This is an optimization exercise on Yosys and OpenROAD, whose aim is small area, a short achievable clock period and few clock cycles, not a production implementation.
Function was checked by simulation only, so behaviour that the tests miss may differ from the original.

[flow/config.mk]
export PLATFORM = sky130hd
export DESIGN_NAME = dsl_cmac
export DESIGN_NICKNAME = dsl_cmac
export VERILOG_FILES = /design/flow/design.v
export SDC_FILE = /design/flow/constraint.sdc
export NUM_CORES = 8
export LEC_CHECK = 0
export CAP_MARGIN = 20
export CORE_MARGIN = 2
export CORE_UTILIZATION = 45
export CTS_BUF_LIST = sky130_fd_sc_hd__clkbuf_8 sky130_fd_sc_hd__clkbuf_16
export CTS_CLUSTER_DIAMETER = 100
export CTS_CLUSTER_SIZE = 20
export PLACE_DENSITY = 0.6
export SETUP_SLACK_MARGIN = 5
export SLEW_MARGIN = 20
export SYNTH_HIERARCHICAL = 1
export SYNTH_MINIMUM_KEEP_SIZE = 0
[flow/constraint.sdc]
create_clock -name core_clock -period 10.0 [get_ports {clk}]
set_input_delay 2.0000 -clock core_clock [delete_from_list [all_inputs] [get_ports {clk}]]
set_output_delay 2.0000 -clock core_clock [all_outputs]
set_load 0.01 [all_outputs]
[flow/design.v]
module aes_sbox (input wire [7:0] x, output wire [7:0] y);
    wire M1, M2, M3, M4, M5, M6, M7, M8, M9, M10, M11, M12, M13, M14, M15, M16, M17, M18, M19, M20, M21, M22, M23, T1, T2, T3, T4, T5, T6, T7, T8, T9, T10, T11, T12, T13, T14, T15, T16, T17, T18, T19, T20, T21, T22, T23, T24, T25, T26, T27, X0, X1, X2, X3, X4, X5, X6, X7, X8, X9, X10, X11, X12, X13, X14, X15, X16, X17, X18, X19, X20, X21, X22, X23, X24, X25, X26, X27, X28, X29;
    wire E0, E1, E2, E3;
    wire U0 = x[7], U1 = x[6], U2 = x[5], U3 = x[4], U4 = x[3], U5 = x[2], U6 = x[1], U7 = x[0];
    cm_xor2 g_T1 (.a(U0), .b(U3), .y(T1));
    cm_xor2 g_T2 (.a(U0), .b(U5), .y(T2));
    cm_xor2 g_T3 (.a(U0), .b(U6), .y(T3));
    cm_xor2 g_T4 (.a(U3), .b(U5), .y(T4));
    cm_xor2 g_T5 (.a(U4), .b(U6), .y(T5));
    cm_xor2 g_T6 (.a(T1), .b(T5), .y(T6));
    cm_xor2 g_T7 (.a(U1), .b(U2), .y(T7));
    cm_xor2 g_T8 (.a(U7), .b(T6), .y(T8));
    cm_xor2 g_T9 (.a(U7), .b(T7), .y(T9));
    cm_xor2 g_T10 (.a(T6), .b(T7), .y(T10));
    cm_xor2 g_T11 (.a(U1), .b(U5), .y(T11));
    cm_xor2 g_T12 (.a(U2), .b(U5), .y(T12));
    cm_xor2 g_T13 (.a(T3), .b(T4), .y(T13));
    cm_xor2 g_T14 (.a(T6), .b(T11), .y(T14));
    cm_xor2 g_T15 (.a(T5), .b(T11), .y(T15));
    cm_xor2 g_T16 (.a(T5), .b(T12), .y(T16));
    cm_xor2 g_T17 (.a(T9), .b(T16), .y(T17));
    cm_xor2 g_T18 (.a(U3), .b(U7), .y(T18));
    cm_xor2 g_T19 (.a(T7), .b(T18), .y(T19));
    cm_xor2 g_T20 (.a(T1), .b(T19), .y(T20));
    cm_xor2 g_T21 (.a(U6), .b(U7), .y(T21));
    cm_xor2 g_T22 (.a(T7), .b(T21), .y(T22));
    cm_xor2 g_T23 (.a(T2), .b(T22), .y(T23));
    cm_xor2 g_T24 (.a(T2), .b(T10), .y(T24));
    cm_xor2 g_T25 (.a(T20), .b(T17), .y(T25));
    cm_xor2 g_T26 (.a(T3), .b(T16), .y(T26));
    cm_xor2 g_T27 (.a(T1), .b(T12), .y(T27));
    cm_nand2 g_M1 (.a(T13), .b(T6), .y(M1));
    cm_nand2 g_M2 (.a(T23), .b(T8), .y(M2));
    cm_xnor2 g_M3 (.a(T14), .b(M1), .y(M3));
    cm_nand2 g_M4 (.a(T19), .b(U7), .y(M4));
    cm_xor2 g_M5 (.a(M4), .b(M1), .y(M5));
    cm_nand2 g_M6 (.a(T3), .b(T16), .y(M6));
    cm_nand2 g_M7 (.a(T22), .b(T9), .y(M7));
    cm_xnor2 g_M8 (.a(T26), .b(M6), .y(M8));
    cm_nand2 g_M9 (.a(T20), .b(T17), .y(M9));
    cm_xor2 g_M10 (.a(M9), .b(M6), .y(M10));
    cm_nand2 g_M11 (.a(T1), .b(T15), .y(M11));
    cm_nand2 g_M12 (.a(T4), .b(T27), .y(M12));
    cm_xor2 g_M13 (.a(M12), .b(M11), .y(M13));
    cm_nand2 g_M14 (.a(T2), .b(T10), .y(M14));
    cm_xor2 g_M15 (.a(M14), .b(M11), .y(M15));
    cm_xnor2 g_M16 (.a(M3), .b(M2), .y(M16));
    cm_xor2 g_M17 (.a(M5), .b(T24), .y(M17));
    cm_xnor2 g_M18 (.a(M8), .b(M7), .y(M18));
    cm_xor2 g_M19 (.a(M10), .b(M15), .y(M19));
    cm_xor2 g_M20 (.a(M16), .b(M13), .y(M20));
    cm_xor2 g_M21 (.a(M17), .b(M15), .y(M21));
    cm_xor2 g_M22 (.a(M18), .b(M13), .y(M22));
    cm_xor2 g_M23 (.a(M19), .b(T25), .y(M23));
    cm_xor2 g_X0 (.a(T14), .b(T26), .y(X0));
    cm_xor2 g_X1 (.a(U3), .b(U1), .y(X1));
    cm_xor2 g_X2 (.a(T25), .b(T24), .y(X2));
    cm_xor2 g_X3 (.a(T2), .b(T8), .y(X3));
    cm_xor2 g_X4 (.a(T10), .b(U2), .y(X4));
    cm_xor2 g_X5 (.a(T8), .b(T14), .y(X5));
    cm_xor2 g_X6 (.a(T8), .b(X1), .y(X6));
    cm_xor2 g_X7 (.a(T14), .b(X1), .y(X7));
    cm_xor2 g_X8 (.a(T16), .b(X2), .y(X8));
    cm_xor2 g_X9 (.a(T16), .b(T2), .y(X9));
    cm_xor2 g_X10 (.a(T4), .b(T12), .y(X10));
    cm_xor2 g_X11 (.a(T14), .b(T24), .y(X11));
    cm_xor2 g_X12 (.a(T12), .b(X6), .y(X12));
    cm_xor2 g_X13 (.a(X8), .b(U6), .y(X13));
    cm_xor2 g_X14 (.a(U6), .b(T18), .y(X14));
    cm_xor2 g_X15 (.a(T14), .b(T2), .y(X15));
    cm_xor2 g_X16 (.a(X14), .b(T2), .y(X16));
    cm_xor2 g_X17 (.a(T19), .b(X9), .y(X17));
    cm_xor2 g_X18 (.a(X17), .b(U0), .y(X18));
    cm_xor2 g_X19 (.a(T7), .b(U5), .y(X19));
    cm_xor2 g_X20 (.a(T14), .b(T22), .y(X20));
    cm_xor2 g_X21 (.a(X14), .b(T8), .y(X21));
    cm_xor2 g_X22 (.a(T21), .b(T12), .y(X22));
    cm_xor2 g_X23 (.a(U5), .b(T22), .y(X23));
    cm_xor2 g_X24 (.a(T21), .b(T23), .y(X24));
    cm_xor2 g_X25 (.a(X11), .b(T19), .y(X25));
    cm_xor2 g_X26 (.a(T26), .b(T11), .y(X26));
    cm_xor2 g_X27 (.a(T16), .b(X18), .y(X27));
    cm_xor2 g_X28 (.a(X13), .b(U7), .y(X28));
    cm_xor2 g_X29 (.a(X25), .b(T26), .y(X29));
    aes_gf16_inv u_inv (.d({M20, M21, M22, M23}), .e({E0, E1, E2, E3}));
    wire P0; cm_nand2 g_P0 (.a(E0), .b(X1), .y(P0));
    wire P1; cm_nand2 g_P1 (.a(E1), .b(X12), .y(P1));
    wire P2; cm_nand2 g_P2 (.a(E2), .b(X26), .y(P2));
    wire P3; cm_nand2 g_P3 (.a(E3), .b(X25), .y(P3));
    wire P4; cm_nand2 g_P4 (.a(E0), .b(T24), .y(P4));
    wire P5; cm_nand2 g_P5 (.a(E1), .b(X11), .y(P5));
    wire P6; cm_nand2 g_P6 (.a(E2), .b(X0), .y(P6));
    wire P7; cm_nand2 g_P7 (.a(E3), .b(X2), .y(P7));
    wire P8; cm_nand2 g_P8 (.a(E0), .b(X20), .y(P8));
    wire P9; cm_nand2 g_P9 (.a(E1), .b(X13), .y(P9));
    wire P10; cm_nand2 g_P10 (.a(E2), .b(X5), .y(P10));
    wire P11; cm_nand2 g_P11 (.a(E3), .b(X24), .y(P11));
    wire P12; cm_nand2 g_P12 (.a(E0), .b(X9), .y(P12));
    wire P13; cm_nand2 g_P13 (.a(E1), .b(X18), .y(P13));
    wire P14; cm_nand2 g_P14 (.a(E2), .b(X21), .y(P14));
    wire P15; cm_nand2 g_P15 (.a(E3), .b(X19), .y(P15));
    wire P16; cm_nand2 g_P16 (.a(E0), .b(X6), .y(P16));
    wire P17; cm_nand2 g_P17 (.a(E1), .b(X27), .y(P17));
    wire P18; cm_nand2 g_P18 (.a(E2), .b(X14), .y(P18));
    wire P19; cm_nand2 g_P19 (.a(E3), .b(X8), .y(P19));
    wire P20; cm_nand2 g_P20 (.a(E0), .b(X29), .y(P20));
    wire P21; cm_nand2 g_P21 (.a(E1), .b(X16), .y(P21));
    wire P22; cm_nand2 g_P22 (.a(E2), .b(X4), .y(P22));
    wire P23; cm_nand2 g_P23 (.a(E3), .b(X22), .y(P23));
    wire P24; cm_nand2 g_P24 (.a(E0), .b(X28), .y(P24));
    wire P25; cm_nand2 g_P25 (.a(E1), .b(X4), .y(P25));
    wire P26; cm_nand2 g_P26 (.a(E2), .b(X10), .y(P26));
    wire P27; cm_nand2 g_P27 (.a(E3), .b(X15), .y(P27));
    wire P28; cm_nand2 g_P28 (.a(E0), .b(X23), .y(P28));
    wire P29; cm_nand2 g_P29 (.a(E1), .b(X17), .y(P29));
    wire P30; cm_nand2 g_P30 (.a(E2), .b(X3), .y(P30));
    wire P31; cm_nand2 g_P31 (.a(E3), .b(X7), .y(P31));
    wire Q0_0; cm_xor2 g_Q0_0 (.a(P0), .b(P1), .y(Q0_0));
    wire Q0_1; cm_xor2 g_Q0_1 (.a(P2), .b(P3), .y(Q0_1));
    cm_xor2 g_S0 (.a(Q0_0), .b(Q0_1), .y(y[7]));
    wire Q1_0; cm_xor2 g_Q1_0 (.a(P4), .b(P5), .y(Q1_0));
    wire Q1_1; cm_xor2 g_Q1_1 (.a(P6), .b(P7), .y(Q1_1));
    cm_xnor2 g_S1 (.a(Q1_0), .b(Q1_1), .y(y[6]));
    wire Q2_0; cm_xor2 g_Q2_0 (.a(P8), .b(P9), .y(Q2_0));
    wire Q2_1; cm_xor2 g_Q2_1 (.a(P10), .b(P11), .y(Q2_1));
    cm_xnor2 g_S2 (.a(Q2_0), .b(Q2_1), .y(y[5]));
    wire Q3_0; cm_xor2 g_Q3_0 (.a(P12), .b(P13), .y(Q3_0));
    wire Q3_1; cm_xor2 g_Q3_1 (.a(P14), .b(P15), .y(Q3_1));
    cm_xor2 g_S3 (.a(Q3_0), .b(Q3_1), .y(y[4]));
    wire Q4_0; cm_xor2 g_Q4_0 (.a(P16), .b(P17), .y(Q4_0));
    wire Q4_1; cm_xor2 g_Q4_1 (.a(P18), .b(P19), .y(Q4_1));
    cm_xor2 g_S4 (.a(Q4_0), .b(Q4_1), .y(y[3]));
    wire Q5_0; cm_xor2 g_Q5_0 (.a(P20), .b(P21), .y(Q5_0));
    wire Q5_1; cm_xor2 g_Q5_1 (.a(P22), .b(P23), .y(Q5_1));
    cm_xor2 g_S5 (.a(Q5_0), .b(Q5_1), .y(y[2]));
    wire Q6_0; cm_xor2 g_Q6_0 (.a(P24), .b(P25), .y(Q6_0));
    wire Q6_1; cm_xor2 g_Q6_1 (.a(P26), .b(P27), .y(Q6_1));
    cm_xnor2 g_S6 (.a(Q6_0), .b(Q6_1), .y(y[1]));
    wire Q7_0; cm_xor2 g_Q7_0 (.a(P28), .b(P29), .y(Q7_0));
    wire Q7_1; cm_xor2 g_Q7_1 (.a(P30), .b(P31), .y(Q7_1));
    cm_xnor2 g_S7 (.a(Q7_0), .b(Q7_1), .y(y[0]));
endmodule
module aes_gf16_inv (input wire [3:0] d, output wire [3:0] e);
    wire [3:0] v = d ^ 4'b0000;
    wire M20 = v[3], M21 = v[2], M22 = v[1], M23 = v[0];
    wire M24 = M22 ^ M23;
    wire M25 = M22 & M20;
    wire M26 = M21 ^ M25;
    wire M27 = M20 ^ M21;
    wire M28 = M23 ^ M25;
    wire M29 = M28 & M27;
    wire M30 = M26 & M24;
    wire M31 = M20 & M23;
    wire M32 = M27 & M31;
    wire M33 = M27 ^ M25;
    wire M34 = M21 & M22;
    wire M35 = M24 & M34;
    wire M36 = M24 ^ M25;
    wire M37 = M21 ^ M29;
    wire M38 = M32 ^ M33;
    wire M39 = M23 ^ M30;
    wire M40 = M35 ^ M36;
    assign e = {M37, M38, M39, M40};
endmodule
module cm_xor2 (input wire a, input wire b, output wire y);
    assign y = a ^ b;
endmodule
module cm_xnor2 (input wire a, input wire b, output wire y);
    assign y = ~(a ^ b);
endmodule
module cm_nand2 (input wire a, input wire b, output wire y);
    assign y = ~(a & b);
endmodule
module cm_nor2 (input wire a, input wire b, output wire y);
    assign y = ~(a | b);
endmodule
module cm_mux2i (input wire a, input wire b, input wire s, output wire y);
    assign y = ~(s ? b : a);
endmodule
module aes_round (
    input  wire [127:0] state_in,
    input  wire [127:0] round_key,
    output wire [127:0] shifted,      
    output wire [127:0] mixed_n       
);
    wire [127:0] sub;
    genvar i, j, b;
    generate
        for (i = 0; i < 16; i = i + 1) begin : g_sub
            aes_sbox u_sbox (.x(state_in[127 - 8*i -: 8]), .y(sub[127 - 8*i -: 8]));
        end
        for (i = 0; i < 16; i = i + 1) begin : g_shift
            assign shifted[127 - 8*i -: 8] = sub[127 - 8*(((i / 4 + i % 4) % 4) * 4 + i % 4) -: 8];
        end
        for (i = 0; i < 4; i = i + 1) begin : g_mix
            wire [7:0] a [0:3];
            wire [7:0] p [0:3];
            wire [7:0] x [0:3];
            wire [7:0] q [0:3];
            wire [7:0] k [0:3];
            for (j = 0; j < 4; j = j + 1) begin : g_byte
                assign a[j] = shifted[127 - 32*i - 8*j -: 8];
            end
            for (j = 0; j < 4; j = j + 1) begin : g_col
                for (b = 0; b < 8; b = b + 1) begin : g_bit
                    cm_xor2 u_p (.a(a[j][b]), .b(a[(j + 1) % 4][b]), .y(p[j][b]));
                end
                assign x[j][7] = p[j][6];
                assign x[j][6] = p[j][5];
                assign x[j][5] = p[j][4];
                cm_xor2 u_x4 (.a(p[j][3]), .b(p[j][7]), .y(x[j][4]));
                cm_xor2 u_x3 (.a(p[j][2]), .b(p[j][7]), .y(x[j][3]));
                assign x[j][2] = p[j][1];
                cm_xor2 u_x1 (.a(p[j][0]), .b(p[j][7]), .y(x[j][1]));
                assign x[j][0] = p[j][7];
            end
            for (j = 0; j < 4; j = j + 1) begin : g_out
                for (b = 0; b < 8; b = b + 1) begin : g_bit
                    cm_xor2  u_k (.a(a[(j + 1) % 4][b]), .b(round_key[127 - 32*i - 8*j - (7 - b)]), .y(k[j][b]));
                    cm_xor2  u_q (.a(k[j][b]), .b(p[(j + 2) % 4][b]), .y(q[j][b]));
                    cm_xnor2 u_o (.a(q[j][b]), .b(x[j][b]), .y(mixed_n[127 - 32*i - 8*j - (7 - b)]));
                end
            end
        end
    endgenerate
endmodule
module aes_key_step (
    input  wire [127:0] key_in,
    input  wire [7:0]   rcon,
    output wire [127:0] key_out
);
    wire [31:0] w0 = key_in[127:96];
    wire [31:0] w1 = key_in[95:64];
    wire [31:0] w2 = key_in[63:32];
    wire [31:0] w3 = key_in[31:0];
    wire [31:0] sw;
    aes_sbox u_s0 (.x(w3[23:16]), .y(sw[31:24]));
    aes_sbox u_s1 (.x(w3[15:8]),  .y(sw[23:16]));
    aes_sbox u_s2 (.x(w3[7:0]),   .y(sw[15:8]));
    aes_sbox u_s3 (.x(w3[31:24]), .y(sw[7:0]));
    wire [31:0] w0r = w0 ^ {rcon, 24'd0};
    wire [31:0] c12, c123, n0, n1, n2, n3;
    genvar i;
    generate
        for (i = 0; i < 32; i = i + 1) begin : g_x
            cm_xor2 u_c12  (.a(w1[i]),   .b(w2[i]), .y(c12[i]));
            cm_xor2 u_c123 (.a(c12[i]),  .b(w3[i]), .y(c123[i]));
            cm_xor2 u_n0   (.a(w0r[i]),  .b(sw[i]), .y(n0[i]));
            cm_xor2 u_n1   (.a(n0[i]),   .b(w1[i]), .y(n1[i]));
            cm_xor2 u_n2   (.a(n0[i]),   .b(c12[i]), .y(n2[i]));
            cm_xor2 u_n3   (.a(n0[i]),   .b(c123[i]), .y(n3[i]));
        end
    endgenerate
    assign key_out = {n0, n1, n2, n3};
endmodule
module dsl_cmac (
    input  wire         clk,
    input  wire         rst_n,         
    input  wire         key_load,
    input  wire [127:0] key,
    input  wire         in_valid,
    output wire         in_ready,
    input  wire [31:0]  in_data,
    input  wire         in_last,
    input  wire [1:0]   in_nbytes,     
    output reg          tag_valid,
    output wire [127:0] tag
);
    reg  [127:0] key_r;         
    reg          kz;            
    reg  [127:0] k1;            
    reg  [127:0] aes_st;        
    reg  [127:0] rk;            
    reg  [3:0]   rnd;           
    reg          kmode;         
    reg          waitx;         
    reg          cur_last;      
    reg  [95:0]  buf_w;
    reg  [1:0]   bcnt;          
    reg          bpad;          
    reg          bpad80;        
    reg          bvirt;         
    reg          blast;         
    reg          bkey;          
    reg          c_mix;         
    reg          c_shift;       
    reg          c_hold;        
    reg          c_rk;          
    reg          c_buf;         
    reg          c_ks_key;      
    reg          c_ks_rk;       
    reg          c_kfin;        
    reg          c_kl;          
    reg  [7:0]   rcon;          
    wire bfull3 = (bcnt == 2'd3);
    assign in_ready = bfull3 ? (c_buf && !bvirt) : !bpad;
    assign tag      = aes_st;
    wire take     = in_valid && in_ready;
    wire take_buf = take && !bfull3;
    wire load     = c_buf && (bvirt || in_valid);
    reg [31:0] wport;           
    always @* begin
        wport = in_data;
        if (in_last) begin
            case (in_nbytes)
                2'd0: wport = {in_data[31:24], 8'h80, 16'h0};
                2'd1: wport = {in_data[31:16], 8'h80, 8'h0};
                2'd2: wport = {in_data[31:8],  8'h80};
                default: wport = in_data;
            endcase
        end
    end
    wire [31:0] wpadw = {bpad80, 31'd0};                     
    reg  [31:0] kword;          
    always @* begin
        case (bcnt)
            2'd0: kword = key_r[127:96];
            2'd1: kword = key_r[95:64];
            default: kword = key_r[63:32];
        endcase
        if (kz)
            kword = 32'd0;
    end
    wire [31:0] kword3 = kz ? 32'd0 : key_r[31:0];
    wire [31:0]  w3     = (bvirt ? wpadw : wport) ^ kword3;
    wire         last3  = bvirt ? blast : in_last;
    wire         whole3 = !bvirt && (in_nbytes == 2'd3);   
    wire [127:0] k2     = {k1[126:0], 1'b0} ^ (k1[127] ? 128'h87 : 128'h0);
    wire [127:0] bufop  = {buf_w, w3} ^ (last3 ? (whole3 ? k1 : k2) : 128'h0);
    wire [127:0] shifted, mixed_n;
    aes_round u_rd (.state_in(aes_st), .round_key(rk), .shifted(shifted), .mixed_n(mixed_n));
    wire [127:0] opb = (c_rk ? rk : 128'h0) ^ (load ? bufop : 128'h0);
    wire [127:0] oth = (c_shift ? shifted : 128'h0) | (c_hold ? aes_st : 128'h0);
    wire [127:0] oth_n, st_next;
    genvar gi;
    generate
        for (gi = 0; gi < 128; gi = gi + 1) begin : g_st
            cm_xnor2 u_x (.a(oth[gi]), .b(opb[gi]), .y(oth_n[gi]));
            cm_mux2i u_a (.a(oth_n[gi]), .b(mixed_n[gi]), .s(c_mix), .y(st_next[gi]));
        end
    endgenerate
    wire [127:0] rk_next;
    wire [127:0] ks_in = (c_ks_key ? key_r : 128'h0) | (c_ks_rk ? rk : 128'h0);
    aes_key_step u_ks (.key_in(ks_in), .rcon(rcon), .key_out(rk_next));
    wire [127:0] l_dbl = {aes_st[126:0], 1'b0} ^ (aes_st[127] ? 128'h87 : 128'h0);
    wire fin     = c_shift;     
    wire running = c_rk;        
    wire restart = key_load || !rst_n;    
    reg  [3:0] n_rnd;
    reg        n_kz, n_kmode, n_waitx, n_cur_last;
    reg  [1:0] n_bcnt;
    reg        n_bpad, n_bpad80, n_bvirt, n_blast, n_bkey;
    always @* begin
        n_kz    = key_load ? 1'b0 : kz;
        n_kmode = load ? bkey : (fin ? 1'b0 : kmode);
        n_rnd   = load ? 4'd1 : ((fin || !running) ? 4'd0 : rnd + 4'd1);
        n_cur_last = load ? last3 : cur_last;
        n_waitx = (fin && !cur_last && !kmode && !load) ? 1'b1 : (load ? 1'b0 : waitx);
        n_bcnt   = bcnt;
        n_bpad   = bpad;
        n_bpad80 = bpad80;
        n_bvirt  = bvirt;
        n_blast  = blast;
        n_bkey   = bkey;
        if (load) begin
            n_bcnt  = 2'd0;
            n_bvirt = 1'b0;
            n_blast = 1'b0;
            n_bkey  = 1'b0;
        end else if (take_buf || bpad) begin
            n_bcnt = bcnt + 2'd1;
            if (bcnt == 2'd2)
                n_bpad = 1'b0;
            else if (take_buf && in_last)
                n_bpad = 1'b1;
            n_bpad80 = take_buf && in_last && (in_nbytes == 2'd3);
            if (take_buf && in_last) begin
                n_bvirt = 1'b1;
                n_blast = 1'b1;
            end
        end
        if (restart) begin
            n_rnd = 4'd0;  n_kmode = 1'b0;  n_waitx = 1'b0;  n_cur_last = 1'b0;
            n_bcnt = 2'd0; n_bpad = 1'b1;   n_bpad80 = 1'b0; n_bvirt = 1'b1;
            n_blast = 1'b0; n_bkey = 1'b1;
        end
        if (!rst_n)
            n_kz = 1'b1;
    end
    wire n_fin     = (n_rnd == 4'd10);
    wire n_running = (n_rnd != 4'd0);
    wire n_ready   = (n_bcnt == 2'd3);
    wire n_ld_idle = !n_running && n_ready && !c_kfin;
    wire n_ld_fin  = n_fin && !n_cur_last && !n_kmode && n_ready;
    wire n_load    = n_ld_idle || n_ld_fin;
    reg  [7:0] n_rcon;
    always @* begin
        case (n_load ? 4'd1 : n_rnd + 4'd1)
            4'd1:  n_rcon = 8'h01;
            4'd2:  n_rcon = 8'h02;
            4'd3:  n_rcon = 8'h04;
            4'd4:  n_rcon = 8'h08;
            4'd5:  n_rcon = 8'h10;
            4'd6:  n_rcon = 8'h20;
            4'd7:  n_rcon = 8'h40;
            4'd8:  n_rcon = 8'h80;
            4'd9:  n_rcon = 8'h1b;
            4'd10: n_rcon = 8'h36;
            default: n_rcon = 8'h00;
        endcase
    end
    always @(posedge clk) begin
        if (take_buf || bpad)
            buf_w <= {buf_w[63:0], (bpad ? wpadw : wport) ^ kword};
        aes_st <= st_next;
        rk     <= rk_next;
        if (c_kl)
            k1 <= l_dbl;
    end
    always @(posedge clk) begin
        rnd      <= n_rnd;
        kz       <= n_kz;
        kmode    <= n_kmode;
        waitx    <= n_waitx;
        cur_last <= n_cur_last;
        bcnt     <= n_bcnt;
        bpad     <= n_bpad;
        bpad80   <= n_bpad80;
        bvirt    <= n_bvirt;
        blast    <= n_blast;
        bkey     <= n_bkey;
        c_mix    <= n_running && !n_fin;
        c_shift  <= n_fin;
        c_hold   <= n_waitx && !n_running;
        c_rk     <= n_running;
        c_buf    <= n_load;
        c_ks_key <= n_load && !n_kz;
        c_ks_rk  <= !n_load;
        c_kfin   <= n_fin && n_kmode;
        c_kl     <= c_kfin && !restart;
        rcon     <= n_rcon;
        if (key_load)
            key_r <= key;
        if (!rst_n)
            tag_valid <= 1'b0;
        else
            tag_valid <= fin && cur_last && !kmode;
    end
endmodule
[flow/flow/run.sh]
#!/bin/bash
set -eu -o pipefail
SETUP_MARGIN=${SETUP_MARGIN:-5.0}
bash standard.sh synth > synth.log 2>&1
bash standard.sh "BUFFER_PORTS_ARGS=-buffer_cell sky130_fd_sc_hd__buf_1" \
  "SETUP_SLACK_MARGIN=$SETUP_MARGIN" finish > layout.log 2>&1
[flow/standard.sh]
#!/bin/bash
# synth_recipe.tcl (not shown) runs the flow's synth.tcl, then flattens the netlist and writes it again
# the make line also repeats each setting of config.mk as NAME=value (left out here)
make -C /OpenROAD-flow-scripts/flow DESIGN_CONFIG=/design/flow/config.mk WORK_HOME=/design/flow/orfs CLKGATE_MAP_FILE= SYNTH_SCRIPT=/design/flow/synth_recipe.tcl "${@:-finish}"
==> metrics.yaml, run 1 <==
detailed_routing:
  drt-pass1-iter-count: 6
  wire_per_inst_um: 26.17
  wirelength_um: 223700
  vias_per_cell: 5.509
  antenna_left: 0
  drc: 0
  num_vias: 47070
  first_iter_violations: 5512
clock_tree:
  clockBufferDepth: 3
  cts_sinks: 641
  hold_buffers: 0
  numCtsBuffers: 41
  cts.reportedPaths.clkPinSlew_ns: 0.10
  clock-root-buffer: "clkbuf_16"
  cts_tree: "yes"
  clk_latency_ns: 0.69
  h-tree-depth: 2
cells_and_area:
  area.sequential_mm2: 0.01655
  fin_cells: 8545
  fillerInstances: 11840
  drive_gt1_share_pct: 16.29
  num-nets-final: 6936
  antenna_cells: 0
  area_growth_syn_to_layout_pct: 17.88
  multi_input_comb_area_mm2: 0.04698
synth:
  synth_seq_cells: 641
  syn_nets: 6755
  ys_seq_area_share_pct: 27.46
  avgSynthCellArea_um2: 9.059
  netlist_area_mm2: 0.05957
  synth_area_leaders: "xor2_1, edfxtp_1, xnor2_1"
  ys_types: 62
  ys_async_sr_fraction_pct: 0
  yosys.cell_count.top_type: "xor2_1"
  synth_common_cells: "xor2_1, nand2_1, xnor2_1"
  synth_top_cell_area_share_pct: 35.26
  synth_cells: 6576
  synth_edf_count: 352
  ys.flop_type: "edfxtp_1"
  yosys.area.top_type: "xor2_1"
  yosysWarnings: 8
worst_hold_path:
  holdPathStages: 1
  hp-start: "c_kfin"
  min_to: "c_kl"
  hold_path_class: "reg2reg"
setup_path:
  rr_startpoint: "c_ks_key"
  cp_slowest_cell: "dfxtp_4"
  critPathTopFamily: "XOR/XNOR gates"
  endpoint_kind: "flop"
  r2r_cells: 16
  crit_path_max_fanout: 58
  regToRegSetupSlack_ns: 5.06
  crit_buf_inv: 1
  r2r-end: "rk[26]"
  cp_data_arrival_time_ns: 5.51
  path_cells: "buf_16 -> a22o_2 -> xor2_4 -> xor2_4 -> xor2_2 -> nand2_1 -> xor2_2 -> xor2_2 -> xor2_1 -> nor4b_1 -> a211o_2 -> nand2_1 -> xor2_1 -> xor2_1 -> xor2_2 -> xor2_1"
  crit_path_start: "c_ks_key"
  required_ns: 10.58
  crit_path_max_incr_delay_ns: 0.48
  critPathKind: "reg2reg"
  cp-start-kind: "flop"
sta:
  setup-tns-final_ns: 0
  min_period_ns: 4.935
  fmax_mhz: 202.6
  fin_crit_sh_pct: 49.35
  worstMarginPinSlew_ns: 1.358
  slew_violations: 0
  setup_slack_ns: 5.065
  whs_ns: 0.4601
  hold_viol_final: 0
  maxSlewHeadroom_pct: 9.434
  setup_viol: 0
  fin_skew_ns: 0.04035
  rsz0062_at_grt: "true"
global_route:
  antenna_found_initial: 6
  grt_pass1_wl_um: 314000
  globalRoute.totalOverflow: 0
  grt_max_degree: 132
  grt_pass1_vias: 44440
  track_usage_pct: 31.52
floorplanning:
  initial_core_util_pct: 45.31
  core_mm2: 0.1315
  die_width_um: 367.8
  boundaryPins: 297
  die_y_um: 367.8
  rows: 133
  die-area_mm2: 0.1353
status:
  status: "finished clean"
placement:
  dp_cells: 8316
  pre_cts_slack_ns: 3.482
  dp_hpwl_um: 170000
  gp_congestion: 1.007
  io_buffers: 296
flow_run:
  cap_violations: 0
metrics by stage:
stage	util, %	area (µm²)
after floorplan	-	59570
after global placement	46.42	61030
after detailed placement	46.42	61030
after CTS	50.64	66570
after global routing	53.42	70220
final	53.42	70220
Yosys stat by module, one instance, submodules excluded, excerpt:
module        cells  copies in the design  flops+latches
cm_mux2i          1                   128              0
aes_gf16_inv     19                    20              0
cm_xnor2          1                   416              0
cm_xor2           1                  2364              0
dsl_cmac       2460                     1            641
cm_nand2          1                   820              0
worst max-delay path by stage:
stage	end	slack (ns)	cells past startpoint
6_report	rk[26]	5.06	16
5_1_grt	aes_st[37]	4.90	16
4_1_cts	rk[2]	4.95	15
2_1_floorplan	aes_st[0]	5.18	1
3_5_place_dp	rk[60]	3.48	15
3_3_place_gp	rk[89]	3.52	15
what timing repair did:
item	CTS	global route
pin swaps	25	64
gates cloned	0	2
endpoints found under the setup margin	256	256
resized for setup	541	400
buffers inserted	52	99
logic make-up after synthesis:
logic type / after synthesis / synth area share, %
flops: 641 / 27.46
buf+inv: 394 / 4.262
compound gates: 578 / 7.675
fa+ha+maj: 12 / 0.2520
simple gates: 1679 / 11.89
xor+xnor: 3139 / 46.23
mux: 133 / 2.235
per-layer routing:
metal	vias to the layer above	track usage (%)	share of wire, %
met1	23290	42.68	41
met5	-	0	0.011
met3	445	4.123	7.7
met4	4	17.76	6.8
li1	21100	-	-
met2	2236	48.47	44
sequential cells by signal, summed over array words and instances, names as in the netlist, 2 cells and up:
signal,cells
aes_st,128
bcnt,2
buf_w,96
k1,128
key_r,128
rcon,8
rk,128
rnd,4
cell type report:
cell class                      count  area share, %
Multi-Input combinational cell   5543          66.90
Inverter                           13        0.08018
Sequential cell                   641          23.57
Timing Repair Buffer              517          4.490
Clock buffer                       42          1.497
Tap cell                         1755          3.127
Clock inverter                     34         0.3403
cell usage in the layout, fill, tap and decap left out, types with 32 or more instances in the layout:
cell and instances:
a21oi_1 115, a21oi_2 50, a22o_1 227, a22oi_1 33, buf_1 295, buf_4 191
clkbuf_16 42, dfxtp_1 179, dfxtp_2 87, edfxtp_1 352, inv_1 32, mux2i_1 132
nand2_1 1302, nor2_1 148, nor2b_1 98, nor4b_1 39, xnor2_1 686, xnor2_2 47
xor2_1 1886, xor2_2 357, xor2_4 159
Testbench counts, summed over its fixed seeds: cycles 77,494.
==> run 2: changes to the inputs <==
--- a/flow/flow/run.sh
+++ b/flow/flow/run.sh
@@ -2,3 +2,3 @@
 set -eu -o pipefail
-SETUP_MARGIN=${SETUP_MARGIN:-5.0}
+SETUP_MARGIN=${SETUP_MARGIN:-5.1}
 bash standard.sh synth > synth.log 2>&1
--- a/flow/config.mk
+++ b/flow/config.mk
@@ -9,3 +9,3 @@
 export CORE_MARGIN = 2
-export CORE_UTILIZATION = 45
+export CORE_UTILIZATION = 40
 export CTS_BUF_LIST = sky130_fd_sc_hd__clkbuf_8 sky130_fd_sc_hd__clkbuf_16
==> run 2 against run 1 <==
  * Utilization shrank 5.0 points
  * Global-route usage down 3.2 points
  * Via count up 1.2%
  * Clock skew up 0.0042 ns
  * Critical path depth increased by 1
  * Clock-buffer cell count rose by 1
  * Critical path type unchanged
  * Highest routed layer unchanged
==> metrics.yaml, run 2 <==
status:
  status: "finished clean"
cells_and_area:
  fin_cells: 8790  # +2.9%
  num-nets-final: 7005  # +0.99%
  area.sequential_mm2: 0.01657  # +0.13%
  multi_input_comb_area_mm2: 0.04750  # +1.1%
  area_growth_syn_to_layout_pct: 20.04
  fin_area_mm2: 0.07151  # +1.8%
  fillerInstances: 13660  # +15%
  post-route-util_pct: 48.37  # -5.0 points
  layout_commonest_cell: "xor2_1"
  drive_gt1_share_pct: 17.61  # +1.3 points
  final_cell_mix: "xor2_1, nand2_1, xnor2_1"
placement:
  gp_congestion: 1.029  # +2.1%
  pre_cts_slack_ns: 3.697  # +0.2150 ns
  io_buffers: 296  # unchanged
  placed_area_mm2: 0.06118  # +0.26%
  dp_hpwl_um: 171700  # +1.0%
  dp_cells: 8485  # +2.0%
synth:
  netlist_area_mm2: 0.05957  # unchanged
  synth_edf_count: 352  # unchanged
  syn_nets: 6755  # unchanged
  ys_types: 62  # unchanged
  synth_top_cell_area_share_pct: 35.26  # unchanged
  avgSynthCellArea_um2: 9.059  # unchanged
  ys_async_sr_fraction_pct: 0  # unchanged
  ys_seq_area_share_pct: 27.46  # unchanged
  synth_area_leaders: "xor2_1, edfxtp_1, xnor2_1"
  yosysWarnings: 8  # unchanged
  synth_cells: 6576  # unchanged
  synth_seq_cells: 641  # unchanged
  yosys.cell_count.top_type: "xor2_1"
  yosys.area.top_type: "xor2_1"
  synth_common_cells: "xor2_1, nand2_1, xnor2_1"
  ys.flop_type: "edfxtp_1"
setup_path:
  cp_data_arrival_time_ns: 5.37  # -0.14 ns
  crit_path_max_fanout: 8  # -86%
  regToRegSetupSlack_ns: 5.17  # +0.10 ns
  endpoint_kind: "flop"
  r2r_cells: 17  # +1
  cp-start-kind: "flop"
  r2r-end: "rk[12]"
  critPathKind: "reg2reg"
  required_ns: 10.54  # -0.04 ns
  rr_startpoint: "key_r[1]"
global_route:
  antenna_found_initial: 9  # +3
  grt_pass1_vias: 45140  # +1.6%
  track_usage_pct: 28.36  # -3.2 points
  grt_pass1_wl_um: 317200  # +1.0%
  globalRoute.totalOverflow: 0  # unchanged
  grt_max_degree: 138  # +4.5%
detailed_routing:
  vias_per_cell: 5.419  # -1.6%
  antenna_left: 0  # unchanged
  num_vias: 47630  # +1.2%
  first_iter_violations: 4860  # -12%
  drt-pass1-iter-count: 6  # unchanged
  wire_per_inst_um: 25.76  # -1.6%
  wirelength_um: 226400  # +1.2%
  drc: 0  # unchanged
floorplanning:
  initial_core_util_pct: 40.29  # -5.0 points
  core_mm2: 0.1478  # +12%
  die-area_mm2: 0.1520  # +12%
  boundaryPins: 297  # unchanged
  die_y_um: 389.9  # +6.0%
  die_width_um: 389.9  # +6.0%
  rows: 141  # +6.0%
sta:
  slew_violations: 0  # unchanged
  fmax_mhz: 206.8  # +2.1%
  rsz0062_at_grt: "true"
  hold_viol_final: 0  # unchanged
  min_period_ns: 4.835  # -0.1008 ns
  maxSlewHeadroom_pct: 15.84  # +6.4 points
  setup_slack_ns: 5.165  # +0.1008 ns
  whs_ns: 0.4637  # +0.003527 ns
  fin_skew_ns: 0.04451  # +0.004163 ns
  fin_crit_sh_pct: 48.35  # -1.0 points
  setup-tns-final_ns: 0  # unchanged
  worstMarginPinSlew_ns: 1.259  # -0.09909 ns
  setup_viol: 0  # unchanged
worst_hold_path:
  min_to: "bkey"
  holdPathStages: 2  # +1
  hold_path_class: "reg2reg"
  hp-start: "bkey"
clock_tree:
  cts_tree: "yes"
  h-tree-depth: 2  # unchanged
  clock-root-buffer: "clkbuf_16"
  cts_sinks: 641  # unchanged
  cts.reportedPaths.clkPinSlew_ns: 0.09  # about the same
  clk_latency_ns: 0.65  # -0.04 ns
  numCtsBuffers: 40  # -2.4%
  clockBufferDepth: 3  # unchanged
flow_run:
  cap_violations: 0  # unchanged
[run 2: cell counts after synthesis]
No cell type changed its count.
[run 2: final cells by class]
| type | instances | share of cell area, % |
|---|---|---|
| sequential | 641 | 23.17 |
| clock buffer | 43 | 1.489 |
| multi-input combinational | 5549 | 66.42 |
| antenna | 4 | 0.01400 |
| tap | 1930 | 3.377 |
| timing repair buffer | 581 | 5.179 |
| clock inverter | 29 | 0.2695 |
| inverter | 13 | 0.07874 |
[run 2: critical path, stage by stage, from the launching register on]
cell,delay [ns]
edfxtp_1,0.50
a22o_4,0.38
xor2_4,0.35
xor2_4,0.28
xor2_2,0.27
nand2_1,0.14
xor2_2,0.28
xor2_1,0.27
xor2_2,0.09
buf_4,0.17
buf_4,0.13
a21o_1,0.15
a211o_1,0.41
nand2_1,0.13
xor2_1,0.25
xor2_2,0.35
xor2_2,0.32
xor2_1,0.22
[run 2: cells by family (layout without fill, tap and decap cells)]
logic type	Yosys count	count (layout)	share of synthesized area, %
xor+xnor	3139	3147	46.23
simple gates	1679	1679	11.89
flops	641	641	27.46
compound gates	578	578	7.675
buf+inv	394	666	4.262
mux	133	133	2.235
fa+ha+maj	12	12	0.2520
other cells	0	4	0
[run 2: per-module statistics from Yosys, one instance, submodules excluded, excerpt]
module        copies in the design  cell area [µm²]  flops+latches
aes_key_step                     1            70.07              0
cm_mux2i                       128            10.01              0
dsl_cmac                         1            27810            641
aes_gf16_inv                    20            148.9              0
cm_xor2                       2364            8.758              0
cm_xnor2                       416            8.758              0
cm_nand2                       820            3.754              0
[run 2: what timing repair did]
item,in CTS,in global routing
buffers inserted,94,125
gates resized for setup,607,409
endpoints found under the setup margin,261,260
pin swaps,43,80
hold buffers,0,0
cloned,2,8
[run 2: per-layer routing]
| layer | track usage (%) | part of all wire (%) |
|---|---|---|
| met1 | 37.38 | 40 |
| met2 | 43.91 | 44 |
| met3 | 4.762 | 8.7 |
| met4 | 16.27 | 6.9 |
| met5 | 0 | 0.010 |
[run 2: worst max path at each step]
stage,cells after the start,startpoint,slack (ns),endpoint
finish,17,key_r[1],5.17,rk[12]
floorplan,1,c_mix,5.18,aes_st[0]
CTS,17,aes_st[123],5.08,aes_st[99]
detailed placement,15,c_ks_key,3.70,rk[82]
global route,18,aes_st[1],4.83,aes_st[127]
global placement,15,c_ks_key,3.88,rk[5]
==> run 3: changes to the inputs <==
--- a/flow/flow/run.sh
+++ b/flow/flow/run.sh
@@ -2,3 +2,3 @@
 set -eu -o pipefail
-SETUP_MARGIN=${SETUP_MARGIN:-5.1}
+SETUP_MARGIN=${SETUP_MARGIN:-5.0}
 bash standard.sh synth > synth.log 2>&1
--- a/flow/config.mk
+++ b/flow/config.mk
@@ -7,3 +7,3 @@
 export LEC_CHECK = 0
-export CAP_MARGIN = 20
+export CAP_MARGIN = 10
 export CORE_MARGIN = 2
@@ -13,5 +13,5 @@
 export CTS_CLUSTER_SIZE = 20
-export PLACE_DENSITY = 0.6
+export PLACE_DENSITY = 0.55
 export SETUP_SLACK_MARGIN = 5
-export SLEW_MARGIN = 20
+export SLEW_MARGIN = 10
 export SYNTH_HIERARCHICAL = 1
==> run 3 against run 2 <==
  * Still clean
  * Setup slack got worse by 0.030 ns
  * Design area fell by 0.92%
  * First-iteration DRC count fell by 11%
  * Critical path depth fell by 3
  * Clock-buffer cell count rose by 1
  * Global-route usage rose by 0.40 points
  * Utilization fell by 0.45 points
  * Register-to-register slack got worse by 0.03 ns
  * Final cell count fell by 0.60%
  * Largest cell class unchanged
==> metrics.yaml, run 3 <==
cells_and_area:
  multi_input_comb_area_mm2: 0.04713  # -0.77%
  area_growth_syn_to_layout_pct: 18.94
  layout_commonest_cell: "xor2_1"
  num-nets-final: 6952  # -0.76%
  final_cell_mix: "xor2_1, nand2_1, xnor2_1"
  area.sequential_mm2: 0.01656  # about the same
  fillerInstances: 13750  # +0.67%
  drive_gt1_share_pct: 16.39  # -1.2 points
  post-route-util_pct: 47.92  # -0.45 points
global_route:
  grt_pass1_wl_um: 319200  # +0.62%
  grt_max_degree: 138  # unchanged
  globalRoute.totalOverflow: 0  # unchanged
  grt_pass1_vias: 44130  # -2.2%
  antenna_found_initial: 8  # -1
  track_usage_pct: 28.75  # +0.40 points
detailed_routing:
  wl_met3_um: 15300  # -22%
  vias_per_cell: 5.337  # -1.5%
  wirelength_um: 228800  # +1.0%
  drt-pass1-iter-count: 5  # -1
  wire_per_inst_um: 26.18  # +1.6%
  top_layer: "met5"
  drc: 0  # unchanged
  m1WireLength_um: 97180  # +7.2%
  num_vias: 46630  # -2.1%
  first_iter_violations: 4321  # -11%
  dr_wl_met2_um: 104000  # +3.4%
  antenna_left: 0  # unchanged
synth:
  synth_seq_cells: 641  # unchanged
  synth_top_family_by_area: "XOR/XNOR gates"
  synth-xor-area-share_pct: 46.23  # unchanged
  ys_seq_area_share_pct: 27.46  # unchanged
  ys.flop_type: "edfxtp_1"
  synth_top_cell_area_share_pct: 35.26  # unchanged
  synth_common_cells: "xor2_1, nand2_1, xnor2_1"
  ys_types: 62  # unchanged
  post_synth_and_or_nand_nor_area_fraction_pct: 11.89  # unchanged
  ys_async_sr_fraction_pct: 0  # unchanged
  synth_edf_count: 352  # unchanged
  yosys.area.top_type: "xor2_1"
  synth_cells: 6576  # unchanged
  yosys.cell_count.top_type: "xor2_1"
  netlist_area_mm2: 0.05957  # unchanged
  synthAdderAreaFrac_pct: 0.2520  # unchanged
  synth_compound_area_share_pct: 7.675  # unchanged
  syn_nets: 6755  # unchanged
  avgSynthCellArea_um2: 9.059  # unchanged
  yosys-mux-area-fraction_pct: 2.235  # unchanged
  synth_area_leaders: "xor2_1, edfxtp_1, xnor2_1"
  yosysWarnings: 8  # unchanged
placement:
  pre_cts_slack_ns: 3.577  # -0.1205 ns
  dp_hpwl_um: 176000  # +2.5%
  io_buffers: 296  # unchanged
  gp_congestion: 0.9948  # -3.3%
sta:
  maxSlewHeadroom_pct: 22.22  # +6.4 points
  fmax_mhz: 205.6  # -0.62%
  worstMarginPinSlew_ns: 1.164  # -0.09539 ns
  slew_violations: 0  # unchanged
  setup-tns-final_ns: 0  # unchanged
  rsz0062_at_grt: "true"
  fin_skew_ns: 0.04144  # -0.003069 ns
  min_period_ns: 4.865  # +0.03034 ns
  fin_crit_sh_pct: 48.65  # +0.30 points
  setup_viol: 0  # unchanged
  setup_slack_ns: 5.135  # -0.03034 ns
  hold_viol_final: 0  # unchanged
clock_tree:
  clockBufferDepth: 3  # unchanged
  cts_tree: "yes"
  hold_buffers: 0  # unchanged
  cts_sinks: 641  # unchanged
  clk_latency_ns: 0.65  # about the same
  h-tree-depth: 2  # unchanged
  numCtsBuffers: 42  # +5.0%
  clock-root-buffer: "clkbuf_16"
  cts.reportedPaths.clkPinSlew_ns: 0.09  # about the same
setup_path:
  cp_data_arrival_time_ns: 5.36  # about the same
  crit_path_max_incr_delay_ns: 0.61  # +0.11 ns
  endpoint_kind: "flop"
  cp-start-kind: "flop"
  r2r_cells: 14  # -3
  required_ns: 10.50  # -0.04 ns
  crit_path_max_fanout: 37  # +29
  cp_common_cell: "xor2_1"
  path_cells: "buf_8 -> a22o_2 -> xor2_1 -> xor2_1 -> nand2_1 -> xor2_1 -> xor2_1 -> nor4b_1 -> a211o_1 -> nand2_1 -> xor2_1 -> xor2_1 -> xor2_1 -> xor2_1"
  cp_slowest_cell: "xor2_1"
  critPathKind: "reg2reg"
floorplanning:
  die_y_um: 389.9  # unchanged
  core_mm2: 0.1478  # unchanged
  die_width_um: 389.9  # unchanged
  die-area_mm2: 0.1520  # unchanged
  initial_core_util_pct: 40.29  # unchanged
  rows: 141  # unchanged
  boundaryPins: 297  # unchanged
flow_run:
  cap_violations: 0  # unchanged
status:
  status: "finished clean"
worst_hold_path:
  holdPathStages: 0  # -2
  hold_path_class: "reg2reg"
run 3: per-stage QoR:
step                instances  hold WS, ns  cell area, µm²
floorplan                6576       0.4204           59570
global placement         8489       0.4195           61270
detailed placement       8489       0.4267           61270
CTS                      8635       0.4469           67190
global route             8735       0.4597           70850
finish                   8737       0.4450           70850
run 3: critical path: cells and delay by family (launching register included):
kind | cells | cell delay (ns)
AOI/OAI and AO/OA | 2 | 0.74
xor gates and xnor gates | 8 | 2.69
buffers and inverters | 1 | 0.28
DFF | 1 | 0.45
and+or+nand+nor | 3 | 0.55
run 3: final timing paths:
path / endpoint / slack, ns / startpoint
worst max-delay path: rk[26] / 5.14 / c_ks_rk
worst min-delay path: k1[40] / 0.45 / aes_st[39]
worst max register to register: rk[26] / 5.14 / c_ks_rk
worst min register to register: k1[40] / 0.45 / aes_st[39]
run 3: what timing repair did:
item	in CTS	in global routing
buffers inserted	70	91
pin swaps	40	67
setup endpoints to repair	256	257
resized for setup	574	378
cloned	0	9
run 3: layer usage:
metal | vias up | GRT usage (%)
met3 | 366 | 3.056
met1 | 23230 | 39.43
met4 | 6 | 13.12
li1 | 21130 | -
met2 | 1890 | 45.55
met5 | - | 0
run 3: cells by family (layout without fill, tap and decap cells):
logic type,count (synthesis),count (layout)
adder cells (fa/ha/maj),12,12
other,0,2
XOR/XNOR,3139,3147
multiplexers,133,133
AND/OR/NAND/NOR,1679,1679
AO/OA/AOI/OAI,578,578
flip-flops,641,641
buffers and inverters,394,615
run 3: modules after synthesis (local to each module, per instance), excerpt:
module	area, µm²	times used	cells inside	flops+latches
dsl_cmac	27810	1	2460	641
aes_gf16_inv	148.9	20	19	0
aes_key_step	70.07	1	8	0
cm_mux2i	10.01	128	1	0
cm_xnor2	8.758	416	1	0
cm_xor2	8.758	2364	1	0
cm_nand2	3.754	820	1	0
run 3: final cells by class:
class	count	area share, %
Inverter	13	0.07947
Tap cell	1930	3.408
Multi-Input combinational cell	5549	66.52
Clock buffer	44	1.538
Antenna cell	2	0.007064
Clock inverter	32	0.3179
Timing Repair Buffer	526	4.759
Sequential cell	641	23.37
==> run 4: changes to the inputs <==
--- a/flow/config.mk
+++ b/flow/config.mk
@@ -7,3 +7,3 @@
 export LEC_CHECK = 0
-export CAP_MARGIN = 10
+export CAP_MARGIN = 20
 export CORE_MARGIN = 2
@@ -11,7 +11,7 @@
 export CTS_BUF_LIST = sky130_fd_sc_hd__clkbuf_8 sky130_fd_sc_hd__clkbuf_16
-export CTS_CLUSTER_DIAMETER = 100
-export CTS_CLUSTER_SIZE = 20
+export CTS_CLUSTER_DIAMETER = 80
+export CTS_CLUSTER_SIZE = 16
 export PLACE_DENSITY = 0.55
 export SETUP_SLACK_MARGIN = 5
-export SLEW_MARGIN = 10
+export SLEW_MARGIN = 20
 export SYNTH_HIERARCHICAL = 1
==> run 4 against run 3 <==
  * Die area stayed put
  * Final cell count is 0.22% higher
  * Maximum frequency is 0.87% lower
  * Clock-buffer cell count is 12 higher
  * Register-to-register slack worse by 0.04 ns
  * Sequential share of layout area is 0.10 points lower
==> metrics.yaml, run 4 <==
synth:
  synth_top_cell_area_share_pct: 35.26  # unchanged
  synth_edf_count: 352  # unchanged
  syn_nets: 6755  # unchanged
  yosys.cell_count.top_type: "xor2_1"
  synth_seq_cells: 641  # unchanged
  synth_area_leaders: "xor2_1, edfxtp_1, xnor2_1"
  avgSynthCellArea_um2: 9.059  # unchanged
  ys_seq_area_share_pct: 27.46  # unchanged
  synth_cells: 6576  # unchanged
  yosys.area.top_type: "xor2_1"
  ys_async_sr_fraction_pct: 0  # unchanged
  ys_types: 62  # unchanged
  yosysWarnings: 8  # unchanged
  netlist_area_mm2: 0.05957  # unchanged
  synth_common_cells: "xor2_1, nand2_1, xnor2_1"
  ys.flop_type: "edfxtp_1"
clock_tree:
  cts_sinks: 641  # unchanged
  h-tree-depth: 2  # unchanged
  clock-root-buffer: "clkbuf_16"
  cts_tree: "yes"
  cts.reportedPaths.clkPinSlew_ns: 0.08  # about the same
  numCtsBuffers: 53  # +26%
  clk_latency_ns: 0.68  # +0.03 ns
  clockBufferDepth: 3  # unchanged
global_route:
  track_usage_pct: 28.89  # +0.13 points
  grt_max_degree: 138  # unchanged
  grt_pass1_wl_um: 320700  # +0.46%
  use_met3_pct: 3.068  # +0.013 points
  globalRoute.totalOverflow: 0  # unchanged
  busiest_layer: "met2"
  antenna_found_initial: 11  # +3
  use_met1_pct: 39.52  # +0.091 points
  grtUsageMet2_pct: 45.87  # +0.32 points
  grt_pass1_vias: 44380  # +0.55%
cells_and_area:
  layout_commonest_cell: "xor2_1"
  num-nets-final: 6959  # +0.10%
  final_cell_mix: "xor2_1, nand2_1, xnor2_1"
  post-route-util_pct: 48.08  # +0.15 points
  area_growth_syn_to_layout_pct: 19.32
  drive_gt1_share_pct: 16.54  # +0.16 points
sta:
  slew_violations: 0  # unchanged
  worstMarginPinSlew_ns: 1.141  # -0.02252 ns
  setup_slack_ns: 5.092  # -0.04280 ns
  fin_crit_sh_pct: 49.08  # +0.43 points
  setup-tns-final_ns: 0  # unchanged
  fmax_mhz: 203.8  # -0.87%
  maxSlewHeadroom_pct: 23.72  # +1.5 points
  hold_viol_final: 0  # unchanged
  rsz0062_at_grt: "true"
  min_period_ns: 4.908  # +0.04280 ns
  setup_viol: 0  # unchanged
  whs_ns: 0.4519  # +0.006864 ns
  fin_skew_ns: 0.05236  # +0.01091 ns
detailed_routing:
  drc: 0  # unchanged
  drt-pass1-iter-count: 6  # +1
  wire_per_inst_um: 26.12  # -0.23%
  antenna_left: 0  # unchanged
  first_iter_violations: 4526  # +4.7%
  wirelength_um: 228700  # about the same
  vias_per_cell: 5.322  # -0.27%
  num_vias: 46600  # -0.051%
setup_path:
  cp_data_arrival_time_ns: 5.52  # +0.16 ns
  crit_path_max_incr_delay_ns: 0.44  # -0.17 ns
  r2r_cells: 15  # +1
  required_ns: 10.61  # +0.11 ns
  regToRegSetupSlack_ns: 5.09  # -0.04 ns
  cp_slowest_cell: "dfxtp_4"
  crit_path_max_fanout: 62  # +68%
  cp-start-kind: "flop"
  path_cells: "buf_16 -> a22o_2 -> xor2_4 -> xor2_4 -> xor2_2 -> xnor2_1 -> xnor2_1 -> xor2_2 -> nor4b_1 -> a211o_2 -> nand2_1 -> xor2_1 -> xor2_1 -> xor2_2 -> xor2_1"
  crit_buf_inv: 1  # unchanged
  endpoint_kind: "flop"
  critPathKind: "reg2reg"
  critPathTopFamily: "XOR/XNOR gates"
  rr_startpoint: "c_ks_key"
  r2r-end: "rk[15]"
floorplanning:
  die-area_mm2: 0.1520  # unchanged
  core_mm2: 0.1478  # unchanged
  initial_core_util_pct: 40.29  # unchanged
  die_width_um: 389.9  # unchanged
  boundaryPins: 297  # unchanged
  rows: 141  # unchanged
  die_y_um: 389.9  # unchanged
worst_hold_path:
  hp-start: "aes_st[39]"
  min_to: "k1[40]"
  hold_path_class: "reg2reg"
  holdPathStages: 0  # unchanged
status:
  status: "finished clean"
placement:
  pre_cts_slack_ns: 3.577  # unchanged
  dp_hpwl_um: 176000  # unchanged
  io_buffers: 296  # unchanged
  gp_congestion: 0.9948  # unchanged
flow_run:
  cap_violations: 0  # unchanged
run 4: cell counts after synthesis:
Identical to the previous run, type by type.
run 4: per-stage QoR:
| step | cells | cell area (µm²) |
|---|---|---|
| 2_1_floorplan | 6576 | 59570 |
| 3_3_place_gp | 8489 | 61270 |
| 3_5_place_dp | 8489 | 61270 |
| 4_1_cts | 8671 | 67780 |
| 5_1_grt | 8756 | 71080 |
| 6_report | 8756 | 71080 |
run 4: cells by family after synthesis:
logic type | count (synthesis) | synth area share, %
XOR/XNOR | 3139 | 46.23
AND/OR/NAND/NOR | 1679 | 11.89
flip-flops | 641 | 27.46
AO/OA/AOI/OAI | 578 | 7.675
buffers and inverters | 394 | 4.262
multiplexers | 133 | 2.235
adder cells (fa/ha/maj) | 12 | 0.2520
run 4: modules after synthesis (local to each module, per instance), a selection:
| module | flip-flops and latches | area, µm² | cells | copies in the design |
|---|---|---|---|---|
| dsl_cmac | 641 | 27810 | 2460 | 1 |
| aes_gf16_inv | 0 | 148.9 | 19 | 20 |
| aes_key_step | 0 | 70.07 | 8 | 1 |
| cm_mux2i | 0 | 10.01 | 1 | 128 |
| cm_xnor2 | 0 | 8.758 | 1 | 416 |
| cm_xor2 | 0 | 8.758 | 1 | 2364 |
| cm_nand2 | 0 | 3.754 | 1 | 820 |
run 4: layout make-up:
class,count,area (µm²)
flip-flops and latches,641,16540
clock buffers,56,1390
repair buffers,524,3277
well taps,1930,2415
diodes,1,2.502
fillers,13710,76760
multi-input cells,5547,47110
clock inverters,44,284.0
inverters,13,56.30
run 4: worst max path at each step:
stage	from	end	slack, ns	depth (start not counted)
2_1_floorplan	c_mix	aes_st[0]	5.18	1
4_1_cts	aes_st[19]	aes_st[51]	5.00	17
3_5_place_dp	c_ks_key	rk[79]	3.58	15
3_3_place_gp	c_ks_key	rk[14]	3.51	15
5_1_grt	aes_st[81]	aes_st[123]	4.91	20
6_report	c_ks_key	rk[15]	5.09	15
run 4: repair_timing:
item,in CTS,in global routing
setup buffers,82,78
gates cloned,0,6
gates resized for setup,574,367
setup endpoints to repair,256,242
hold buffers,0,0
pin swaps,38,48
run 4: routing by layer:
metal | wire length [µm] | part of all wire (%) | up-vias
li1 | - | - | 21170
met5 | 27 | 0.012 | -
met1 | 97290 | 43 | 23260
met3 | 14950 | 6.5 | 351
met4 | 12710 | 5.6 | 4
met2 | 103800 | 45 | 1821
==> run 5: changes to the inputs <==
==> flow/flow/run.sh (replaced) <==
#!/bin/bash
set -eu -o pipefail
SETUP_MARGIN=${SETUP_MARGIN:-5.0}
bash standard.sh synth > synth.log 2>&1
bash standard.sh "BUFFER_PORTS_ARGS=-buffer_cell sky130_fd_sc_hd__buf_1" \
  "SETUP_SLACK_MARGIN=$SETUP_MARGIN" "SKIP_GATE_CLONING=1" finish > layout.log 2>&1
--- a/flow/config.mk
+++ b/flow/config.mk
@@ -11,4 +11,4 @@
 export CTS_BUF_LIST = sky130_fd_sc_hd__clkbuf_8 sky130_fd_sc_hd__clkbuf_16
-export CTS_CLUSTER_DIAMETER = 80
-export CTS_CLUSTER_SIZE = 16
+export CTS_CLUSTER_DIAMETER = 100
+export CTS_CLUSTER_SIZE = 20
 export PLACE_DENSITY = 0.55
==> run 5 against run 4 <==
  * Still clean
  * Clock-buffer cell count shrank 12
  * Area after synthesis is the same
  * Die area is the same
  * Sequential cell count is the same
  * Maximum frequency grew 0.17%
  * Highest routed layer unchanged
==> metrics.yaml, run 5 <==
placement:
  dp_hpwl_um: 176000  # unchanged
  io_buffers: 296  # unchanged
  gp_congestion: 0.9948  # unchanged
detailed_routing:
  wirelength_um: 228700  # about the same
  first_iter_violations: 4371  # -3.4%
  wire_per_inst_um: 26.13  # about the same
  drc: 0  # unchanged
  vias_per_cell: 5.333  # +0.19%
  drt-pass1-iter-count: 6  # unchanged
  num_vias: 46680  # +0.17%
  antenna_left: 0  # unchanged
clock_tree:
  clk_latency_ns: 0.66  # -0.02 ns
  hold_buffers: 0  # unchanged
  numCtsBuffers: 42  # -21%
  clockBufferDepth: 3  # unchanged
  clock-root-buffer: "clkbuf_16"
  cts_tree: "yes"
  cts.reportedPaths.clkPinSlew_ns: 0.10  # +0.02 ns
  cts_sinks: 641  # unchanged
  h-tree-depth: 2  # unchanged
sta:
  min_period_ns: 4.899  # -0.008520 ns
  maxSlewHeadroom_pct: 24.92  # +1.2 points
  worstMarginPinSlew_ns: 1.124  # -0.01791 ns
  hold_viol_final: 0  # unchanged
  fin_crit_sh_pct: 48.99  # -0.085 points
  slew_violations: 0  # unchanged
  setup_viol: 0  # unchanged
  fin_skew_ns: 0.04321  # -0.009149 ns
  fmax_mhz: 204.1  # +0.17%
  setup-tns-final_ns: 0  # unchanged
  rsz0062_at_grt: "true"
global_route:
  antenna_found_initial: 8  # -3
  grt_pass1_wl_um: 319200  # -0.46%
  grt_pass1_vias: 44130  # -0.55%
  globalRoute.totalOverflow: 0  # unchanged
  grt_max_degree: 138  # unchanged
  track_usage_pct: 28.75  # -0.13 points
synth:
  yosysWarnings: 8  # unchanged
  yosys.area.top_type: "xor2_1"
  ys.flop_type: "edfxtp_1"
  syn_nets: 6755  # unchanged
  avgSynthCellArea_um2: 9.059  # unchanged
  synth_edf_count: 352  # unchanged
  synth_common_cells: "xor2_1, nand2_1, xnor2_1"
  synth_cells: 6576  # unchanged
  ys_async_sr_fraction_pct: 0  # unchanged
  synth_top_cell_area_share_pct: 35.26  # unchanged
  ys_seq_area_share_pct: 27.46  # unchanged
  ys_types: 62  # unchanged
  synth_area_leaders: "xor2_1, edfxtp_1, xnor2_1"
  netlist_area_mm2: 0.05957  # unchanged
  yosys.cell_count.top_type: "xor2_1"
  synth_seq_cells: 641  # unchanged
cells_and_area:
  final_cell_mix: "xor2_1, nand2_1, xnor2_1"
  drive_gt1_share_pct: 16.51  # -0.034 points
  num-nets-final: 6968  # +0.13%
  layout_commonest_cell: "xor2_1"
  post-route-util_pct: 48.06  # about the same
  area_growth_syn_to_layout_pct: 19.26  # about the same
floorplanning:
  die_y_um: 389.9  # unchanged
  initial_core_util_pct: 40.29  # unchanged
  die_width_um: 389.9  # unchanged
  die-area_mm2: 0.1520  # unchanged
  rows: 141  # unchanged
  boundaryPins: 297  # unchanged
  core_mm2: 0.1478  # unchanged
setup_path:
  rr_startpoint: "c_ks_key"
  crit_buf_inv: 2  # +1
  endpoint_kind: "flop"
  cp_common_cell: "xor2_1"
  critPathTopFamily: "XOR/XNOR gates"
  critPathKind: "reg2reg"
  cp_data_arrival_time_ns: 5.47  # -0.05 ns
  path_cells: "buf_16 -> a22o_4 -> xor2_1 -> xor2_4 -> xor2_1 -> nand2_1 -> xor2_1 -> xor2_1 -> xor2_2 -> dlymetal6s2s_1 -> a21o_1 -> a211o_2 -> nand2_1 -> xor2_1 -> xor2_1 -> xor2_2 -> xor2_1"
  crit_path_max_fanout: 32  # -48%
  crit_path_start: "c_ks_key"
  cp_slowest_cell: "dfxtp_4"
  cp-start-kind: "flop"
  required_ns: 10.57  # -0.04 ns
  crit_path_max_incr_delay_ns: 0.52  # +0.08 ns
worst_hold_path:
  hold_path_class: "reg2reg"
  hp-start: "aes_st[39]"
flow_run:
  cap_violations: 0  # unchanged
status:
  status: "finished clean"
## run 5: cell type report
| class | instances | area (µm²) |
|---|---|---|
| Clock inverter | 32 | 225.2 |
| Inverter | 13 | 56.30 |
| Antenna cell | 3 | 7.507 |
| Tap cell | 1930 | 2415 |
| Timing Repair Buffer | 550 | 3560 |
| Clock buffer | 44 | 1090 |
| Fill cell | 13750 | 76790 |
| Multi-Input combinational cell | 5541 | 47120 |
| Sequential cell | 641 | 16570 |
## run 5: modules after synthesis, one instance, submodules excluded, excerpt
module / cells / cell area, µm² / flops+latches / copies in the design
cm_xnor2: 1 / 8.758 / 0 / 416
cm_nand2: 1 / 3.754 / 0 / 820
aes_gf16_inv: 19 / 148.9 / 0 / 20
cm_mux2i: 1 / 10.01 / 0 / 128
aes_key_step: 8 / 70.07 / 0 / 1
cm_xor2: 1 / 8.758 / 0 / 2364
dsl_cmac: 2460 / 27810 / 641 / 1
## run 5: metrics by stage
step / instance area [µm²] / cells / hold slack [ns] / worst slack, ns
detailed placement: 61270 / 8489 / 0.4267 / 3.577
floorplan: 59570 / 6576 / 0.4204 / 5.178
finish: 71040 / 8754 / 0.4484 / 5.101
CTS: 67190 / 8635 / 0.4469 / 4.973
global placement: 61270 / 8489 / 0.4195 / 3.509
global route: 71040 / 8751 / 0.4597 / 4.912
## run 5: per-layer routing
layer / share of wire (%) / GRT usage (%) / up-vias
met4: 5.2 / 13.12 / 6
met5: 0.020 / 0 / -
li1: - / - / 21170
met1: 43 / 39.43 / 23310
met2: 46 / 45.55 / 1839
met3: 6.4 / 3.056 / 348
## run 5: worst paths after layout
kind         endpoint  slack, ns  depth (start not counted)
max            rk[15]       5.10                         17
min            k1[40]       0.45                          0
max reg2reg    rk[15]       5.10                         17
min reg2reg    k1[40]       0.45                          0
## run 5: repair_timing
item,CTS,global route
gates resized for setup,574,382
buffers inserted,70,116
setup endpoints to repair,256,257
pin swaps,40,69
## run 5: cell families after synthesis
group,Yosys count,synth area share (%)
buffers and inverters,394,4.262
XOR/XNOR,3139,46.23
AO/OA/AOI/OAI,578,7.675
AND/OR/NAND/NOR,1679,11.89
multiplexers,133,2.235
adder cells (fa/ha/maj),12,0.2520
flip-flops,641,27.46

-- port drivers added, routing unchanged --
In the flow no input, the clock included, has a driving cell. The finished layouts below were timed again as built, in two steps.
Step 1 (the two cells are an assumption about what drives the block):
set clk [get_ports {clk}]
set_driving_cell -lib_cell sky130_fd_sc_hd__clkbuf_16 $clk
set_driving_cell -lib_cell sky130_fd_sc_hd__buf_2 [delete_from_list [all_inputs] $clk]
Step 2 times the ports against the registers' clock, not the clock port: input delays grow and output delays shrink by t, the midpoint of the rising clock arrivals with the driver on.
a / b / c = ideal ports / drivers / drivers and shift; a / b = the first two.
run | shift t [ns] | setup slack, ns | hold slack, ns | latest minus earliest clock arrival (ns) | worst data-port slew with drivers (ns)
run 1 | 0.735 | 5.065 / 5.065 / 4.644 | 0.460 / 0.460 / 0.460 | 0.042 / 0.042 | 0.08
run 2 | 0.712 | 5.165 / 5.165 / 4.532 | 0.464 / 0.464 / 0.464 | 0.045 / 0.046 | 0.19
run 3 | 0.711 | 5.135 / 5.135 / 4.474 | 0.445 / 0.445 / 0.445 | 0.044 / 0.044 | 0.10
run 4 | 0.736 | 5.092 / 5.092 / 4.514 | 0.452 / 0.452 / 0.452 | 0.057 / 0.056 | 0.10
run 5 | 0.714 | 5.101 / 5.101 / 4.494 | 0.448 / 0.448 / 0.448 | 0.046 / 0.046 | 0.10
After both steps every run listed still meets setup and hold. For run 3, which loses most, drivers alone change the setup slack by 0.000 ns; drivers and shift together by -0.661 ns.
